Background: an optimization exercise with open tools, aiming at small area and a short achievable clock period. Do not read the settings as production practice.
In this exercise RTL edits were held to simulation tests only and were not proved equivalent to the original.
Power and IR drop assume default switching activity.

// qe_arb
module qe_arb (
    input  wire        clk,
    input  wire        rst,
    input  wire [7:0]  req,          
    input  wire [31:0] req_len,      
    input  wire        deadline,     
    input  wire        prio_we,      
    input  wire [23:0] prio_wdata,
    output wire [23:0] prio,         
    output wire [7:0]  gnt,          
    output wire [7:0]  aged,         
    output wire        beat_valid,   
    output wire [2:0]  beat_id,      
    output wire        beat_first    
);
    localparam [23:0] PRIO_RESET = {3'd6, 3'd3, 3'd4, 3'd2, 3'd2, 3'd1, 3'd1, 3'd1};
    reg [23:0] prio_r;
    reg [23:0] last;                 
    reg [3:0]  bcnt;                 
    reg        bvalid;
    reg        bfirst;
    reg [2:0]  bid;
    assign prio       = prio_r;
    assign beat_valid = bvalid;
    assign beat_first = bfirst;
    assign beat_id    = bid;
    wire decide = !bvalid || (bcnt == 4'd0);
    wire [63:0] prec;
    qe_arb_order u_order (.prio(prio_r), .last(last), .prec(prec));
    qe_arb_pick  u_pick  (.decide(decide), .req(req), .aged(aged), .deadline(deadline),
                          .prec(prec), .gnt(gnt));
    wire grant = decide && (|req);
    genvar g;
    generate
        for (g = 0; g < 8; g = g + 1) begin : g_wait
            qe_arb_wait u_wait (.clk(clk), .clr(rst || !req[g] || gnt[g]), .aged(aged[g]));
        end
    endgenerate
  ...
For scale: roughly 880 cells after synthesis, ~160 flip-flops, about 110 I/O pins.
Settings: LEC_CHECK=0, CAP_MARGIN=20, CORE_MARGIN=2, CORE_UTILIZATION=50, CTS_BUF_LIST=sky130_fd_sc_hd__clkbuf_4 sky130_fd_sc_hd__clkbuf_8, CTS_CLUSTER_SIZE=30, SLEW_MARGIN=20; clock period 20.0 ns.
standard.sh (not shown) runs the stock make flow with config.mk's settings and CLKGATE_MAP_FILE= SYNTH_SCRIPT=/design/flow/synth_recipe.tcl, a recipe that flattens the netlist after the stock synthesis.
==> flow/flow/run.sh <==
#!/bin/bash
# Layout flow: the standard ORFS flow (standard.sh), with three changes:
#  - synthesis maps the logic with an area-oriented ABC script (flow/abc_area.script);
#    flip-flops are mapped before ABC runs, so the registers are the standard synthesis's;
#  - the ports get plain buffers (buf_1) instead of the delay buffers buffer_ports picks;
#  - timing repair aims for a setup slack of SETUP_SLACK_MARGIN below the clock period.
# Each tool's output goes to the ORFS logs under orfs/logs; make's output to orfs_make.log.
set -euo pipefail
here=$(pwd)
rm -rf "$here/orfs_scripts"
cp -r "$FLOW_HOME/scripts" "$here/orfs_scripts"
pre="$here/orfs_scripts/synth_preamble.tcl"
sed -i 's|^if { \$::env(ABC_AREA) } {|if { [info exists ::env(FLOW_ABC_SCRIPT)] } {\n  set abc_script $::env(FLOW_ABC_SCRIPT)\n} elseif { $::env(ABC_AREA) } {|' "$pre"
grep -q FLOW_ABC_SCRIPT "$pre"
export FLOW_ABC_SCRIPT="$here/flow/abc_area.script"
bash standard.sh "SCRIPTS_DIR=$here/orfs_scripts" \
    "BUFFER_PORTS_ARGS=-buffer_cell sky130_fd_sc_hd__buf_1" \
    "SETUP_SLACK_MARGIN=9.6" finish > orfs_make.log 2>&1
==> flow/flow/abc_area.script <==
&get -n
&st
&syn2
&dch
&nf -R 1000 -p
&st
&syn2
&dch
&nf -R 1000 -p
&put
Then changed:
==> flow/flow/abc_area.script (replaced) <==
&get -n
&st
&dc2
&syn2
&dch -f
&nf -R 1000 -p
&put
Settings changed: CTS_BUF_LIST sky130_fd_sc_hd__clkbuf_4 sky130_fd_sc_hd__clkbuf_8 to sky130_fd_sc_hd__clkbuf_8 sky130_fd_sc_hd__clkbuf_16, CTS_CLUSTER_DIAMETER from default to 150, CTS_CLUSTER_SIZE 30 to 40.
The new run passed the timing, DRC and antenna checks.
Power rose by a little under a tenth.
Area after synthesis fell slightly.
Cell area rose slightly.
Non-clock buffer count fell by 1.
Worst setup slack degrades by 0.0085 ns.
Critical path depth rose by 1.
Worst hold slack degrades by 0.0036 ns.
Synthesized cell count fell by a few percent.
Routed wire length fell by a few percent.
Then changed:
Settings changed: CORE_UTILIZATION 50 to 55, CTS_BUF_LIST sky130_fd_sc_hd__clkbuf_8 sky130_fd_sc_hd__clkbuf_16 to sky130_fd_sc_hd__clkbuf_4 sky130_fd_sc_hd__clkbuf_8, CTS_CLUSTER_DIAMETER 150 to default, CTS_CLUSTER_SIZE 40 to 30.
After rerunning: The changed run produced a clean layout. Core utilization went up by 5.0 points. Design area goes down by 1.7%. Global-route usage goes up by 3.5 points.
Then changed:
Settings changed: CORE_UTILIZATION 55 to 50.
Total power drops by about 1.8%. Final cell count increases by 0.59%. Non-clock buffer count does not change. First-iteration DRC count came out lower by 4.9%. Global-route usage drops by 3.6 points. Synthesized area stays the same. Routed wire length is lower by 1.2%. Clock power drops by about 4%. Clock-buffer cell count does not change.
Then changed:
Settings changed: CAP_MARGIN 20 to 0, SLEW_MARGIN 20 to 0.
What happened:
- design area stays the same
- via count stays the same
- sequential power is about the same

---

The RTL this note starts from:
==> flow/design.v <==
module qe_arb_wait (
    input  wire clk,
    input  wire clr,                 
    output reg  aged
);
    localparam [11:0] SEQ_INV = 12'b1010_1010_1010;
    reg  [11:0] seq_q;
    wire [11:0] s    = seq_q ^ SEQ_INV;
    wire        zero = (s[10:0] == 11'd0);
    wire [11:0] nxt  = {s[10:0], s[11] ^ s[5] ^ s[3] ^ s[0] ^ zero};
    always @(posedge clk) begin
        seq_q <= (clr ? 12'd0 : nxt) ^ SEQ_INV;
        aged  <= !clr && (aged || (s[11] && zero));
    end
endmodule
module qe_arb_order (
    input  wire [23:0] prio,
    input  wire [23:0] last,         
    output reg  [63:0] prec
);
    reg  [7:0] after;                
    reg  [3:0] key [0:7];
    reg  [7:0] gt;
    integer i, l;
    function automatic key_le(input [3:0] a, input [3:0] b);
        reg c;
        integer n;
        begin
            c = !a[0] | b[0];
            for (n = 1; n < 4; n = n + 1)
                c = b[n] ? (!a[n] | c) : (!a[n] & c);
            key_le = c;
        end
    endfunction
    always @(*) begin
        for (i = 0; i < 8; i = i + 1) begin
            for (l = 0; l < 8; l = l + 1)
                gt[l] = (i[2:0] > last[3*l +: 3]);
            after[i] = gt[prio[3*i +: 3]];
            key[i]   = {prio[3*i +: 3], !after[i]};
        end
        for (i = 0; i < 8; i = i + 1)
            prec[8*i + i] = 1'b0;
        for (i = 0; i < 8; i = i + 1)
            for (l = i + 1; l < 8; l = l + 1) begin
                prec[8*l + i] = key_le(key[i], key[l]);
                prec[8*i + l] = !prec[8*l + i];
            end
    end
endmodule
module qe_arb_pick (
    input  wire        decide,
    input  wire [7:0]  req,
    input  wire [7:0]  aged,
    input  wire        deadline,
    input  wire [63:0] prec,
    output reg  [7:0]  gnt
);
    wire       dl   = deadline && req[4];
    wire [7:0] areq = req & aged;
    wire [7:0] cand = ((|areq) ? areq : req) & {8{decide && !dl}};
    integer i;
    always @(*) begin
        for (i = 0; i < 8; i = i + 1)
            gnt[i] = cand[i] && !(|(cand & prec[8*i +: 8]));
        gnt[4] = gnt[4] || (decide && dl);
    end
endmodule
module qe_arb (
    input  wire        clk,
    input  wire        rst,
    input  wire [7:0]  req,          
    input  wire [31:0] req_len,      
    input  wire        deadline,     
    input  wire        prio_we,      
    input  wire [23:0] prio_wdata,
    output wire [23:0] prio,         
    output wire [7:0]  gnt,          
    output wire [7:0]  aged,         
    output wire        beat_valid,   
    output wire [2:0]  beat_id,      
    output wire        beat_first    
);
    localparam [23:0] PRIO_RESET = {3'd6, 3'd3, 3'd4, 3'd2, 3'd2, 3'd1, 3'd1, 3'd1};
    reg [23:0] prio_r;
    reg [23:0] last;                 
    reg [3:0]  bcnt;                 
    reg        bvalid;
    reg        bfirst;
    reg [2:0]  bid;
    assign prio       = prio_r;
    assign beat_valid = bvalid;
    assign beat_first = bfirst;
    assign beat_id    = bid;
    wire decide = !bvalid || (bcnt == 4'd0);
    wire [63:0] prec;
    qe_arb_order u_order (.prio(prio_r), .last(last), .prec(prec));
    qe_arb_pick  u_pick  (.decide(decide), .req(req), .aged(aged), .deadline(deadline),
                          .prec(prec), .gnt(gnt));
    wire grant = decide && (|req);
    genvar g;
    generate
        for (g = 0; g < 8; g = g + 1) begin : g_wait
            qe_arb_wait u_wait (.clk(clk), .clr(rst || !req[g] || gnt[g]), .aged(aged[g]));
        end
    endgenerate
    wire [2:0] winner = {|gnt[7:4], gnt[7] | gnt[6] | gnt[3] | gnt[2],
                         gnt[7] | gnt[5] | gnt[3] | gnt[1]};
    reg  [3:0] win_len;
    reg  [2:0] win_prio;
    integer i;
    always @(*) begin
        win_len  = 4'd0;
        win_prio = 3'd0;
        for (i = 0; i < 8; i = i + 1)
            if (gnt[i]) begin
                win_len  = win_len | req_len[4*i +: 4];
                win_prio = win_prio | prio_r[3*i +: 3];
            end
    end
    always @(posedge clk) begin
        if (rst) begin
            prio_r <= PRIO_RESET;
            last   <= {8{3'd7}};
            bvalid <= 1'b0;
        end else begin
            if (prio_we)
                prio_r <= prio_wdata;
            if (grant) begin
                last[3*win_prio +: 3] <= winner;
                bvalid <= 1'b1;
            end else if (bcnt == 4'd0) begin
                bvalid <= 1'b0;
            end
        end
        if (grant) begin
            bcnt   <= win_len;
            bid    <= winner;
            bfirst <= 1'b1;
        end else begin
            bcnt   <= bcnt - 4'd1;
            bfirst <= 1'b0;
        end
    end
endmodule
clock: 20.0 ns
lec_check: 0
cap_margin: 20
core_margin: 2
core_utilization: 50
cts_buf_list: sky130_fd_sc_hd__clkbuf_4 sky130_fd_sc_hd__clkbuf_8
cts_cluster_size: 30
slew_margin: 20
==> flow/flow/run.sh <==
#!/bin/bash
# Layout flow: the standard ORFS flow (standard.sh), with three changes:
#  - synthesis maps the logic with an area-oriented ABC script (flow/abc_area.script);
#    flip-flops are mapped before ABC runs, so the registers are the standard synthesis's;
#  - the ports get plain buffers (buf_1) instead of the delay buffers buffer_ports picks;
#  - timing repair aims for a setup slack of SETUP_SLACK_MARGIN below the clock period.
# Each tool's output goes to the ORFS logs under orfs/logs; make's output to orfs_make.log.
set -euo pipefail
here=$(pwd)
rm -rf "$here/orfs_scripts"
cp -r "$FLOW_HOME/scripts" "$here/orfs_scripts"
pre="$here/orfs_scripts/synth_preamble.tcl"
sed -i 's|^if { \$::env(ABC_AREA) } {|if { [info exists ::env(FLOW_ABC_SCRIPT)] } {\n  set abc_script $::env(FLOW_ABC_SCRIPT)\n} elseif { $::env(ABC_AREA) } {|' "$pre"
grep -q FLOW_ABC_SCRIPT "$pre"
export FLOW_ABC_SCRIPT="$here/flow/abc_area.script"
bash standard.sh "SCRIPTS_DIR=$here/orfs_scripts" \
    "BUFFER_PORTS_ARGS=-buffer_cell sky130_fd_sc_hd__buf_1" \
    "SETUP_SLACK_MARGIN=10.2" finish > orfs_make.log 2>&1
==> flow/flow/abc_area.script <==
&get -n
&st
&dc2
&syn2
&dch -f
&nf -R 1000 -p
&put
Next try:
--- a/flow/flow/run.sh
+++ b/flow/flow/run.sh
@@ -6 +6,2 @@
-#  - timing repair aims for a setup slack of SETUP_SLACK_MARGIN below the clock period.
+#  - timing repair aims for a setup slack of SETUP_SLACK_MARGIN below the clock period,
+#    by resizing and pin swapping only.
@@ -18 +19 @@
-    "SETUP_SLACK_MARGIN=10.2" finish > orfs_make.log 2>&1
+    "SETUP_SLACK_MARGIN=10.5" "SETUP_MOVE_SEQUENCE=unbuffer,sizeup,swap" finish > orfs_make.log 2>&1
Result: The new run ran to the end with no violations; design area shrinks by 2.3%; register-to-register slack gets worse by 0.07 ns; core utilization shrinks by 1.4 points.
Next try:
--- a/flow/flow/run.sh
+++ b/flow/flow/run.sh
@@ -6,2 +6 @@
-#  - timing repair aims for a setup slack of SETUP_SLACK_MARGIN below the clock period,
-#    by resizing and pin swapping only.
+#  - timing repair aims for a setup slack of SETUP_SLACK_MARGIN below the clock period.
@@ -19 +18 @@
-    "SETUP_SLACK_MARGIN=10.5" "SETUP_MOVE_SEQUENCE=unbuffer,sizeup,swap" finish > orfs_make.log 2>&1
+    "SETUP_SLACK_MARGIN=9.6" finish > orfs_make.log 2>&1
==> flow/flow/abc_area.script (replaced) <==
strash
dch
map -a
strash
dch
map -a
topo
Worst setup slack is worse by 0.012 ns.
Via count went up by 3.4%.
Global-route usage is lower by 0.46 points.
Final cell count climbs by 13%.

---

Setup of v10:
qe_arb, a different RTL version from the one above (not shown whole).
Size: ~160 flip-flops, roughly 110 I/O pins.
export LEC_CHECK = 0
export CAP_MARGIN = 20
export CORE_MARGIN = 2
export CORE_UTILIZATION = 40
export SLEW_MARGIN = 20
create_clock -name core_clock -period 20.0 [get_ports {clk}]
==> flow/flow/run.sh <==
#!/bin/bash
# Layout flow: the standard ORFS flow (standard.sh), with three changes:
#  - synthesis maps the logic with an area-oriented ABC script (flow/abc_area.script);
#    flip-flops are mapped before ABC runs, so the registers are the standard synthesis's;
#  - the ports get plain buffers (buf_2) instead of the delay buffers buffer_ports picks;
#  - timing repair aims for a setup slack of SETUP_SLACK_MARGIN below the clock period.
# Each tool's output goes to the ORFS logs under orfs/logs; make's output to orfs_make.log.
set -euo pipefail
here=$(pwd)
rm -rf "$here/orfs_scripts"
cp -r "$FLOW_HOME/scripts" "$here/orfs_scripts"
pre="$here/orfs_scripts/synth_preamble.tcl"
sed -i 's|^if { \$::env(ABC_AREA) } {|if { [info exists ::env(FLOW_ABC_SCRIPT)] } {\n  set abc_script $::env(FLOW_ABC_SCRIPT)\n} elseif { $::env(ABC_AREA) } {|' "$pre"
grep -q FLOW_ABC_SCRIPT "$pre"
export FLOW_ABC_SCRIPT="$here/flow/abc_area.script"
bash standard.sh "SCRIPTS_DIR=$here/orfs_scripts" \
    "BUFFER_PORTS_ARGS=-buffer_cell sky130_fd_sc_hd__buf_2" \
    "SETUP_SLACK_MARGIN=10.5" finish > orfs_make.log 2>&1
==> flow/flow/abc_area.script <==
strash
dch
map -a
strash
dch
map -a
topo
Input-level comparison between v27 and v10:
Settings: setting CTS_BUF_LIST to sky130_fd_sc_hd__clkbuf_4 sky130_fd_sc_hd__clkbuf_8 for the first time; changing CORE_UTILIZATION from 40 to 50; setting CTS_CLUSTER_SIZE to 30 for the first time.
-- flow/flow/run.sh --
<<< v10, line 4
#    flip-flops are mapped before ABC runs, so the registers are the standard synthesis's;
#  - the ports get plain buffers (buf_2) instead of the delay buffers buffer_ports picks;
#  - timing repair aims for a setup slack of SETUP_SLACK_MARGIN below the clock period.
>>> v27, line 4
#    flip-flops are mapped before ABC runs, so the registers are the standard synthesis's;
#  - the ports get plain buffers (buf_1) instead of the delay buffers buffer_ports picks;
#  - timing repair aims for a setup slack of SETUP_SLACK_MARGIN below the clock period.
<<< v10, line 16
bash standard.sh "SCRIPTS_DIR=$here/orfs_scripts" \
    "BUFFER_PORTS_ARGS=-buffer_cell sky130_fd_sc_hd__buf_2" \
    "SETUP_SLACK_MARGIN=10.5" finish > orfs_make.log 2>&1
>>> v27, line 16
bash standard.sh "SCRIPTS_DIR=$here/orfs_scripts" \
    "BUFFER_PORTS_ARGS=-buffer_cell sky130_fd_sc_hd__buf_1" \
    "SETUP_SLACK_MARGIN=9.3" finish > orfs_make.log 2>&1
==> comparison <==
v27 ends up with a slew at the pin closest to its max-slew limit that is 0.071 ns lower than in v10. Taking v10 as the reference, in v27 worst-case hold slack grew by 0.0043 ns; total power moved down. v27 against v10: shortest period the worst path allows has increased, routed wire length went down 8.0%.
diff inputs: v27 => v19
-- flow/flow/run.sh --
<<< v27, line 17
    "BUFFER_PORTS_ARGS=-buffer_cell sky130_fd_sc_hd__buf_1" \
    "SETUP_SLACK_MARGIN=9.3" finish > orfs_make.log 2>&1
>>> v19, line 17
    "BUFFER_PORTS_ARGS=-buffer_cell sky130_fd_sc_hd__buf_1" \
    "SETUP_SLACK_MARGIN=10" finish > orfs_make.log 2>&1
==> results.txt <==
- The run showing the smaller non-clock buffer count is v27.
- Against v27, cell area after layout in v19 rose by a few percent.
- v19 vs v27: critical path depth up in v19
- Core utilization: v19 higher than v27
- In the metrics for v27 and v19, the one carrying the lower total detailed-routing wirelength is v27.
- Relative to v27, the post-layout minimum cycle time of v19 is lower by 0.63 ns.
- Compared v27 against v19; sequential power within noise.
- When the final numbers for v27 and v19 were put side by side, the global-route wire length before repair turned out to be greater in v19.
- Actual transition at the worst max-transition pin: v19 vs v27 up 0.0078 ns

## separate check: timing with driven ports
The results above use ideal ports. As a check the final layouts listed here were re-extracted and re-timed, cells and wires unchanged. Step 1 sets driving cells, clkbuf_16 on the clock port and buf_2 on the other inputs (assumed; they add their load-dependent delay and slew). Step 2 adds t to the input delays and takes it off the output delays; t is the mean of the earliest and latest rising clock arrival at the registers after step 1. Input paths then give back, and output paths get back, about the clock's delay inside the block. Slacks: ideal ports / drivers / drivers and shift; pairs: ideal ports / drivers.
run | t (ns) | setup slack, ns | cell pins on the clock port's net
the first run of note 1 | 0.508 | 9.737 / 9.714 / 9.714 | 1
the second run of note 1 | 0.465 | 9.729 / 9.701 / 9.701 | 1
the third run of note 1 | 0.499 | 9.710 / 9.691 / 9.691 | 1
the fourth run of note 1 | 0.487 | 9.721 / 9.693 / 9.693 | 1
the fifth run of note 1 | 0.487 | 9.721 / 9.693 / 9.693 | 1
the first run of note 2 | 0.498 | 10.132 / 10.089 / 10.089 | 1
the second run of note 2 | 0.516 | 9.725 / 9.684 / 9.684 | 1
the third run of note 2 | 0.502 | 9.713 / 9.691 / 9.691 | 1
v10 | 0.474 | 10.068 / 10.023 / 10.023 | 1
v27 | 0.495 | 9.345 / 9.320 / 9.320 | 1
v19 | 0.507 | 9.971 / 9.939 / 9.939 | 1
After both steps every run listed still meets setup and hold. The setup slack of v10, which loses most, moves by -0.045 ns with the drivers and by -0.045 ns with both steps.
